From an optimization exercise on the open Yosys and OpenROAD flow, aimed at small area, a short achievable clock period and few clock cycles per item; shortcuts taken in it are not production practice. RTL that was checked went through simulation tests only; none was proved equivalent to the original. Power figures rest on the tool's default switching activity, not on a simulated workload.

==> inputs of run a <==
Design mxq_block, start of the top module:
module mxq_block (
    input  wire         clk,
    input  wire         rst,         
    input  wire         in_valid,
    output wire         in_ready,
    input  wire [31:0]  in_data,     
    input  wire [2:0]   in_fmt,      
    input  wire         in_rmode,    
    output wire         out_valid,
    input  wire         out_ready,
    output wire [7:0]   out_scale,
    output wire [255:0] out_elems,
    output wire [5:0]   out_flush,
    output wire         out_nan
);
    localparam [2:0] FMT_FP4  = 3'd0,    
                     FMT_E2M3 = 3'd1,
                     FMT_E3M2 = 3'd2,
                     FMT_E4M3 = 3'd3,
                     FMT_E5M2 = 3'd4,
                     FMT_INT8 = 3'd5;
    localparam integer NR = 34;          
    localparam [5:0]   NRM1 = NR - 1;
    function [3:0] fmt_emax(input [2:0] f);
        case (f)
            FMT_FP4:  fmt_emax = 4'd2;
            FMT_E2M3: fmt_emax = 4'd2;
            FMT_E3M2: fmt_emax = 4'd4;
            FMT_E4M3: fmt_emax = 4'd8;
            FMT_E5M2: fmt_emax = 4'd15;
            default:  fmt_emax = 4'd0;    
        endcase
    endfunction
    function [4:0] fmt_bias(input [2:0] f);
        case (f)
            FMT_FP4:  fmt_bias = 5'd1;
            FMT_E2M3: fmt_bias = 5'd1;
            FMT_E3M2: fmt_bias = 5'd3;
            FMT_E4M3: fmt_bias = 5'd7;
  ...
clock: 14.0 ns
lec_check: 0
cap_margin: 20
core_margin: 2
core_utilization: 40
cts_buf_list: sky130_fd_sc_hd__clkbuf_4
slew_margin: 20
run.sh (not shown) runs the stock make flow with config.mk's settings and CLKGATE_MAP_FILE= SYNTH_SCRIPT=/design/flow/synth_recipe.tcl, a recipe that flattens the netlist after the stock synthesis.
==> inputs of run b, as changes to run a <==
--- a/flow/design.v
+++ b/flow/design.v
@@ -60,29 +60,30 @@
             FMT_E5M2: fmt_largest = 8'h7B;
             default:  fmt_largest = 8'h7F;
         endcase
     endfunction
     function [19:0] conv_k(input [7:0] mx, input [2:0] f);
-        reg [3:0] emax;
-        reg [4:0] bias;
-        reg [2:0] m;
+        reg [9:0] c1;        
+        reg [9:0] c2;        
+        reg [9:0] kb0;       
+        reg [9:0] k20;       
         reg       big;
-        reg [8:0] kb;
+        reg [9:0] kb;
         reg [9:0] k2;
         begin
-            emax = fmt_emax(f);
-            bias = fmt_bias(f);
-            m    = fmt_m(f);
-            big  = mx > {4'd0, emax};
-            if (big) begin
-                kb = {1'b0, mx} - {5'd0, emax} - {4'd0, bias};
-                k2 = {2'b0, mx} - {6'd0, emax} - {5'd0, bias} - {7'd0, m} + 10'd8;
-            end else begin
-                kb = 9'd0 - {4'd0, bias};
-                k2 = 10'd8 - {7'd0, m} - {5'd0, bias};
-            end
-            conv_k = {big, kb, k2};
+            case (f)
+                FMT_FP4:  begin c1 = 10'd3;  c2 = -10'd4; kb0 = -10'd1;  k20 = 10'd6;  end
+                FMT_E2M3: begin c1 = 10'd3;  c2 = -10'd2; kb0 = -10'd1;  k20 = 10'd4;  end
+                FMT_E3M2: begin c1 = 10'd7;  c2 = 10'd1;  kb0 = -10'd3;  k20 = 10'd3;  end
+                FMT_E4M3: begin c1 = 10'd15; c2 = 10'd10; kb0 = -10'd7;  k20 = -10'd2; end
+                FMT_E5M2: begin c1 = 10'd30; c2 = 10'd24; kb0 = -10'd15; k20 = -10'd9; end
+                default:  begin c1 = 10'd1;  c2 = -10'd1; kb0 = -10'd1;  k20 = 10'd1;  end
+            endcase
+            big = mx > {4'd0, fmt_emax(f)};
+            kb  = big ? ({2'b0, mx} - c1) : kb0;
+            k2  = big ? ({2'b0, mx} - c2) : k20;
+            conv_k = {big, kb[8:0], k2};
         end
     endfunction
     reg  [16:0] ring [0:NR-1];
     reg  [5:0]  lbl;         
     reg  [5:0]  wl;          
@@ -107,10 +108,13 @@
     reg         sp;          
     wire [7:0]  in_ex  = in_data[30:23];
     wire        in_max = (in_ex == 8'hFF);
     wire        in_fz  = (in_data[22:0] == 23'd0);
     wire        st_rdy = fin || sp;
+    wire        in_gt  = in_ex > r_max;
+    wire [7:0]  in_mx_n = in_max ? ((w == 5'd0) ? 8'd0 : r_max) :
+                          (in_gt || w == 5'd0) ? in_ex : r_max;
     reg         c_act;
     reg  [4:0]  ci;          
     reg  [2:0]  c_fmt;
     reg         c_rm;
     reg         c_big, c_zero;
@@ -183,10 +187,13 @@
     end
     reg         s2_v;
     reg  [6:0]  s2_mag;
     reg         s2_g, s2_stk, s2_s, s2_zero, s2_sub;
     reg         s2_e0, s2_e1, s2_last;
+    reg  [1:0]  s2_i;        
+    reg         s2_shr;      
+    reg         sh_q;        
     reg  [2:0]  k_fmt;
     reg         k_rm, k_nanblk, k_nanout;
     reg  [7:0]  k_sc;
     reg  [5:0]  k_fl;
     reg  [7:0]  xb;          
@@ -195,11 +202,10 @@
     reg  [7:0]  xo;
     reg  [7:0]  osc;
     reg  [5:0]  ofl;
     reg         onan;
     wire        com     = s2_v && (s2_e0 || !ov);
-    wire        com_r   = com && !s2_e0;
     wire        s2_free = !s2_v || com;
     wire        iss     = c_act && (lbl == rlm) && s2_free;
     wire        k_fp4   = (k_fmt == FMT_FP4);
     wire        k_fp6   = (k_fmt == FMT_E2M3) || (k_fmt == FMT_E3M2);
     wire        s2_up   = !k_rm && s2_g && (s2_stk || s2_mag[0]);
@@ -227,24 +233,53 @@
             s2_code = 8'd0;
     end
     wire        s2_fl   = s2_sub ||
                           (!k_nanblk && !s2_zero && (s2_mag == 7'd0) && !s2_up);
     wire [5:0]  s2_flc  = k_fl + {5'd0, s2_fl};
-    reg  [255:8] oel_n;
-    integer b;
+    reg  [5:0]  pk;          
+    reg         pk_emit;
+    reg  [7:0]  pk_byte;
+    reg  [5:0]  pk_n;
     always @(*) begin
-        for (b = 8; b < 256; b = b + 1) begin
-            if (k_fp4 && b < 128)
-                oel_n[b] = (b < 124) ? oel[b+4] : s2_code[b-124];
-            else if (k_fp6 && b < 192)
-                oel_n[b] = (b < 186) ? oel[b+6] : s2_code[b-186];
-            else if (b < 248)
-                oel_n[b] = oel[b+8];
-            else
-                oel_n[b] = (!k_fp4 && !k_fp6) ? s2_code[b-248] : 1'b0;
+        pk_emit = 1'b1;
+        pk_byte = s2_code;
+        pk_n    = pk;
+        if (k_fp4) begin
+            pk_emit = s2_i[0];
+            pk_byte = {s2_code[3:0], pk[3:0]};
+            pk_n    = {2'b00, s2_code[3:0]};
+        end else if (k_fp6) begin
+            case (s2_i)
+                2'd0: begin
+                    pk_emit = 1'b0;
+                    pk_n    = s2_code[5:0];
+                end
+                2'd1: begin
+                    pk_byte = {s2_code[1:0], pk[5:0]};
+                    pk_n    = {2'b00, s2_code[5:2]};
+                end
+                2'd2: begin
+                    pk_byte = {s2_code[3:0], pk[3:0]};
+                    pk_n    = {4'd0, s2_code[5:4]};
+                end
+                default: begin
+                    pk_byte = {s2_code[5:0], pk[1:0]};
+                end
+            endcase
         end
     end
+    wire        pk_first = (k_fp4 || k_fp6) ? s2_e1 : s2_e0;
+    wire [255:8] oel_n;
+    assign oel_n[247:8]   = oel[255:16];
+    assign oel_n[255:248] = (!k_fp4 && !k_fp6) ? pk_byte : 8'd0;
+    wire [255:8] oel_d;
+    assign oel_d[255:192] = oel_n[255:192];
+    assign oel_d[191:184] = k_fp6 ? pk_byte : oel_n[191:184];
+    assign oel_d[183:136] = oel_n[183:136];
+    assign oel_d[135:128] = k_fp4 ? 8'd0 : oel_n[135:128];
+    assign oel_d[127:120] = k_fp4 ? pk_byte : oel_n[127:120];
+    assign oel_d[119:8]   = oel_n[119:8];
     wire        c_done  = !c_act || (iss && ci == 5'd31);
     wire        c_load  = c_done && st_rdy;
     wire [5:0]  lbl_n   = (lbl == NRM1) ? 6'd0 : lbl + 6'd1;
     wire [5:0]  wl_n    = wr ? ((wl == NRM1) ? 6'd0 : wl + 6'd1) : wl;
     wire        full_n  = (full || (wr && wl == rlm)) && !iss;
@@ -254,12 +289,19 @@
     wire        c_act_n = c_load || (c_act && !c_done);
     wire        sp_n    = st_rdy && !c_load;
     wire        fin_n   = wr && (w == 5'd31);
     wire        s2_v_n  = s2_free ? iss : s2_v;
     wire        s2_e0_n = s2_free ? (ci == 5'd0) : s2_e0;
-    wire        ov_n    = (com_r && s2_last) || (ov && !out_ready);
-    wire        ov_c    = com_r && s2_last;
+    wire        ov_n    = (com && s2_last) || (ov && !out_ready);
+    wire        c_fp4   = (c_fmt == FMT_FP4);
+    wire        c_fp6   = (c_fmt == FMT_E2M3) || (c_fmt == FMT_E3M2);
+    wire        is_shr  = c_fp4 ? (ci[0] && ci != 5'd1) :
+                          c_fp6 ? (ci[1:0] != 2'd0 && ci != 5'd1) :
+                          (ci != 5'd0);
+    wire        s2_shr_n = s2_free ? is_shr : s2_shr;
+    wire        sh_n    = s2_v_n && s2_shr_n && !ov_n;
+    wire        ov_c    = com && s2_last;
     wire        cdn_pre = !c_act_n || ((lbl_n == rlm_n) && ci_n == 5'd31 &&
                                        (!s2_v_n || s2_e0_n));
     wire        cdn_a   = c_act_n && (lbl_n == rlm_n) && ci_n == 5'd31;
     wire        cdn_r0  = cdn_pre || (cdn_a && !(ov_c || ov));
     wire        cdn_r1  = cdn_pre || (cdn_a && !ov_c);
@@ -283,10 +325,11 @@
             sp    <= 1'b0;
             c_act <= 1'b0;
             ci    <= 5'd0;
             s2_v  <= 1'b0;
             ov    <= 1'b0;
+            sh_q  <= 1'b0;
         end else begin
             lbl   <= lbl_n;
             wl    <= wl_n;
             full  <= full_n;
             w     <= w_n;
@@ -296,24 +339,22 @@
             rlm   <= rlm_n;
             ci    <= ci_n;
             c_act <= c_act_n;
             s2_v  <= s2_v_n;
             ov    <= ov_n;
+            sh_q  <= sh_n;
         end
     end
     always @(posedge clk) begin
         if (wr && w == 5'd0) begin
             r_fmt <= in_fmt;
             r_rm  <= in_rmode;
-            r_max <= in_max ? 8'd0 : in_ex;
-            r_nan <= in_max && !in_fz;
-            r_inf <= in_max && in_fz;
-        end else if (wr) begin
-            if (!in_max && in_ex > r_max)
-                r_max <= in_ex;
-            r_nan <= r_nan || (in_max && !in_fz);
-            r_inf <= r_inf || (in_max && in_fz);
+        end
+        if (wr) begin
+            r_max <= in_mx_n;
+            r_nan <= (r_nan && w != 5'd0) || (in_max && !in_fz);
+            r_inf <= (r_inf && w != 5'd0) || (in_max && in_fz);
         end
         if (c_load) begin
             c_fmt    <= r_fmt;
             c_rm     <= r_rm;
             c_big    <= n_k[19];
@@ -330,10 +371,12 @@
             s2_s    <= rd_s;
             s2_zero <= s1_zero;
             s2_sub  <= s1_sub;
             s2_e0   <= (ci == 5'd0);
             s2_e1   <= (ci == 5'd1);
+            s2_i    <= ci[1:0];
+            s2_shr  <= is_shr;
             s2_last <= (ci == 5'd31);
         end
         if (iss && ci == 5'd0) begin
             k_fmt    <= c_fmt;
             k_rm     <= c_rm;
@@ -345,26 +388,17 @@
         end
         if (iss && ci == 5'd0)
             k_fl <= 6'd0;
         else if (com)
             k_fl <= s2_flc;
-        if (com && s2_e0) begin
-            xb[3:0] <= s2_code[3:0];
-            if (!k_fp4)
-                xb[5:4] <= s2_code[5:4];
-            if (!k_fp4 && !k_fp6)
-                xb[7:6] <= s2_code[7:6];
-        end
-        if (com && s2_e1) begin
-            if (k_fp4)
-                xb[7:4] <= s2_code[3:0];
-            if (k_fp6)
-                xb[7:6] <= s2_code[1:0];
-        end
-        if (com_r)
-            oel <= oel_n;
-        if (com_r && s2_last) begin
+        if (com)
+            pk <= pk_n;
+        if (com && pk_emit && pk_first)
+            xb <= pk_byte;
+        if (sh_q)
+            oel <= oel_d;
+        if (com && s2_last) begin
             xo   <= xb;
             osc  <= k_sc;
             ofl  <= s2_flc;
             onan <= k_nanout;
         end
--- a/flow/config.mk
+++ b/flow/config.mk
@@ -6,7 +6,6 @@
 export NUM_CORES = 4
 export LEC_CHECK = 0
 export CAP_MARGIN = 20
 export CORE_MARGIN = 2
 export CORE_UTILIZATION = 40
-export CTS_BUF_LIST = sky130_fd_sc_hd__clkbuf_4
 export SLEW_MARGIN = 20
==> inputs of run c, as changes to run a <==
--- a/flow/design.v
+++ b/flow/design.v
@@ -183,10 +183,11 @@
     end
     reg         s2_v;
     reg  [6:0]  s2_mag;
     reg         s2_g, s2_stk, s2_s, s2_zero, s2_sub;
     reg         s2_e0, s2_e1, s2_last;
+    reg  [1:0]  s2_i;        
     reg  [2:0]  k_fmt;
     reg         k_rm, k_nanblk, k_nanout;
     reg  [7:0]  k_sc;
     reg  [5:0]  k_fl;
     reg  [7:0]  xb;          
@@ -195,11 +196,10 @@
     reg  [7:0]  xo;
     reg  [7:0]  osc;
     reg  [5:0]  ofl;
     reg         onan;
     wire        com     = s2_v && (s2_e0 || !ov);
-    wire        com_r   = com && !s2_e0;
     wire        s2_free = !s2_v || com;
     wire        iss     = c_act && (lbl == rlm) && s2_free;
     wire        k_fp4   = (k_fmt == FMT_FP4);
     wire        k_fp6   = (k_fmt == FMT_E2M3) || (k_fmt == FMT_E3M2);
     wire        s2_up   = !k_rm && s2_g && (s2_stk || s2_mag[0]);
@@ -227,24 +227,54 @@
             s2_code = 8'd0;
     end
     wire        s2_fl   = s2_sub ||
                           (!k_nanblk && !s2_zero && (s2_mag == 7'd0) && !s2_up);
     wire [5:0]  s2_flc  = k_fl + {5'd0, s2_fl};
-    reg  [255:8] oel_n;
-    integer b;
+    reg  [5:0]  pk;          
+    reg         pk_emit;
+    reg  [7:0]  pk_byte;
+    reg  [5:0]  pk_n;
     always @(*) begin
-        for (b = 8; b < 256; b = b + 1) begin
-            if (k_fp4 && b < 128)
-                oel_n[b] = (b < 124) ? oel[b+4] : s2_code[b-124];
-            else if (k_fp6 && b < 192)
-                oel_n[b] = (b < 186) ? oel[b+6] : s2_code[b-186];
-            else if (b < 248)
-                oel_n[b] = oel[b+8];
-            else
-                oel_n[b] = (!k_fp4 && !k_fp6) ? s2_code[b-248] : 1'b0;
+        pk_emit = 1'b1;
+        pk_byte = s2_code;
+        pk_n    = pk;
+        if (k_fp4) begin
+            pk_emit = s2_i[0];
+            pk_byte = {s2_code[3:0], pk[3:0]};
+            pk_n    = {2'b00, s2_code[3:0]};
+        end else if (k_fp6) begin
+            case (s2_i)
+                2'd0: begin
+                    pk_emit = 1'b0;
+                    pk_n    = s2_code[5:0];
+                end
+                2'd1: begin
+                    pk_byte = {s2_code[1:0], pk[5:0]};
+                    pk_n    = {2'b00, s2_code[5:2]};
+                end
+                2'd2: begin
+                    pk_byte = {s2_code[3:0], pk[3:0]};
+                    pk_n    = {4'd0, s2_code[5:4]};
+                end
+                default: begin
+                    pk_byte = {s2_code[5:0], pk[1:0]};
+                end
+            endcase
         end
     end
+    wire        pk_first = (k_fp4 || k_fp6) ? s2_e1 : s2_e0;
+    wire        sh_r     = com && pk_emit && !pk_first;
+    wire [255:8] oel_n;
+    assign oel_n[247:8]   = oel[255:16];
+    assign oel_n[255:248] = (!k_fp4 && !k_fp6) ? pk_byte : 8'd0;
+    wire [255:8] oel_d;
+    assign oel_d[255:192] = oel_n[255:192];
+    assign oel_d[191:184] = k_fp6 ? pk_byte : oel_n[191:184];
+    assign oel_d[183:136] = oel_n[183:136];
+    assign oel_d[135:128] = k_fp4 ? 8'd0 : oel_n[135:128];
+    assign oel_d[127:120] = k_fp4 ? pk_byte : oel_n[127:120];
+    assign oel_d[119:8]   = oel_n[119:8];
     wire        c_done  = !c_act || (iss && ci == 5'd31);
     wire        c_load  = c_done && st_rdy;
     wire [5:0]  lbl_n   = (lbl == NRM1) ? 6'd0 : lbl + 6'd1;
     wire [5:0]  wl_n    = wr ? ((wl == NRM1) ? 6'd0 : wl + 6'd1) : wl;
     wire        full_n  = (full || (wr && wl == rlm)) && !iss;
@@ -254,12 +284,12 @@
     wire        c_act_n = c_load || (c_act && !c_done);
     wire        sp_n    = st_rdy && !c_load;
     wire        fin_n   = wr && (w == 5'd31);
     wire        s2_v_n  = s2_free ? iss : s2_v;
     wire        s2_e0_n = s2_free ? (ci == 5'd0) : s2_e0;
-    wire        ov_n    = (com_r && s2_last) || (ov && !out_ready);
-    wire        ov_c    = com_r && s2_last;
+    wire        ov_n    = (com && s2_last) || (ov && !out_ready);
+    wire        ov_c    = com && s2_last;
     wire        cdn_pre = !c_act_n || ((lbl_n == rlm_n) && ci_n == 5'd31 &&
                                        (!s2_v_n || s2_e0_n));
     wire        cdn_a   = c_act_n && (lbl_n == rlm_n) && ci_n == 5'd31;
     wire        cdn_r0  = cdn_pre || (cdn_a && !(ov_c || ov));
     wire        cdn_r1  = cdn_pre || (cdn_a && !ov_c);
@@ -330,10 +360,11 @@
             s2_s    <= rd_s;
             s2_zero <= s1_zero;
             s2_sub  <= s1_sub;
             s2_e0   <= (ci == 5'd0);
             s2_e1   <= (ci == 5'd1);
+            s2_i    <= ci[1:0];
             s2_last <= (ci == 5'd31);
         end
         if (iss && ci == 5'd0) begin
             k_fmt    <= c_fmt;
             k_rm     <= c_rm;
@@ -345,26 +376,17 @@
         end
         if (iss && ci == 5'd0)
             k_fl <= 6'd0;
         else if (com)
             k_fl <= s2_flc;
-        if (com && s2_e0) begin
-            xb[3:0] <= s2_code[3:0];
-            if (!k_fp4)
-                xb[5:4] <= s2_code[5:4];
-            if (!k_fp4 && !k_fp6)
-                xb[7:6] <= s2_code[7:6];
-        end
-        if (com && s2_e1) begin
-            if (k_fp4)
-                xb[7:4] <= s2_code[3:0];
-            if (k_fp6)
-                xb[7:6] <= s2_code[1:0];
-        end
-        if (com_r)
-            oel <= oel_n;
-        if (com_r && s2_last) begin
+        if (com)
+            pk <= pk_n;
+        if (com && pk_emit && pk_first)
+            xb <= pk_byte;
+        if (sh_r)
+            oel <= oel_d;
+        if (com && s2_last) begin
             xo   <= xb;
             osc  <= k_sc;
             ofl  <= s2_flc;
             onan <= k_nanout;
         end
--- a/flow/config.mk
+++ b/flow/config.mk
@@ -6,7 +6,6 @@
 export NUM_CORES = 4
 export LEC_CHECK = 0
 export CAP_MARGIN = 20
 export CORE_MARGIN = 2
 export CORE_UTILIZATION = 40
-export CTS_BUF_LIST = sky130_fd_sc_hd__clkbuf_4
 export SLEW_MARGIN = 20
==> inputs of run d, as changes to run a <==
--- a/flow/config.mk
+++ b/flow/config.mk
@@ -6,7 +6,6 @@
 export NUM_CORES = 4
 export LEC_CHECK = 0
 export CAP_MARGIN = 20
 export CORE_MARGIN = 2
 export CORE_UTILIZATION = 40
-export CTS_BUF_LIST = sky130_fd_sc_hd__clkbuf_4
 export SLEW_MARGIN = 20
==> comparison <==
- Run a finished clean. Run b completed with no timing, DRC or antenna violations. Run c went through all stages and came out clean. Run d went through all stages and came out clean.
- In sequential power, run b and run c hardly differ.
- Cell count: run a > run d > run c > run b.
- Against run c, the die area of run d is larger by 9.9%.
- Clock power: run b is larger than run c (about 2%).
- Fmax, lowest first: run a, run c, run d, run b.
- Of run c and run b, run c has the higher routed wire length (gap 2.8%, measured against run b).
- In synthesized area, run b and run c hardly differ.
- Of run b and run c, run b has the higher register-to-register slack (gap 0.53 ns).
- The lowest via count belongs to run b, the highest to run a.
Testbench counts of run a, summed over its fixed seeds: cycles 16,664, items 512.
Testbench counts of run d, summed over its fixed seeds: cycles 16,664, items 512.
Function not checked in run b and run c: the RTL went through the layout flow alone.

## afterwards: timing with drivers on the ports
The results above use ideal ports. As a check the final layouts listed here were re-extracted and re-timed, cells and wires unchanged. Step 1 sets driving cells, clkbuf_16 on the clock port and buf_2 on the other inputs (assumed; they add their load-dependent delay and slew). Step 2 also shifts input and output timing later by t, the mid clock arrival at the registers, as if the neighbouring blocks saw the same clock. a / b / c = ideal ports / drivers / drivers and shift; a / b = the first two.
| run | t, ns | setup slack, ns | hold WS [ns] |
|---|---|---|---|
| run a | 1.124 | 8.992 / 8.936 / 8.607 | 0.282 / 0.282 / 0.282 |
| run b | 0.702 | 9.487 / 9.423 / 8.849 | 0.297 / 0.297 / 0.297 |
| run c | 0.700 | 9.192 / 9.232 / 8.531 | 0.318 / 0.318 / 0.318 |
| run d | 0.702 | 9.317 / 9.350 / 8.648 | 0.315 / 0.315 / 0.315 |
After both steps setup and hold are still met in every run listed. For run d, which loses most, drivers alone change the setup slack by +0.033 ns; drivers and shift together by -0.669 ns.
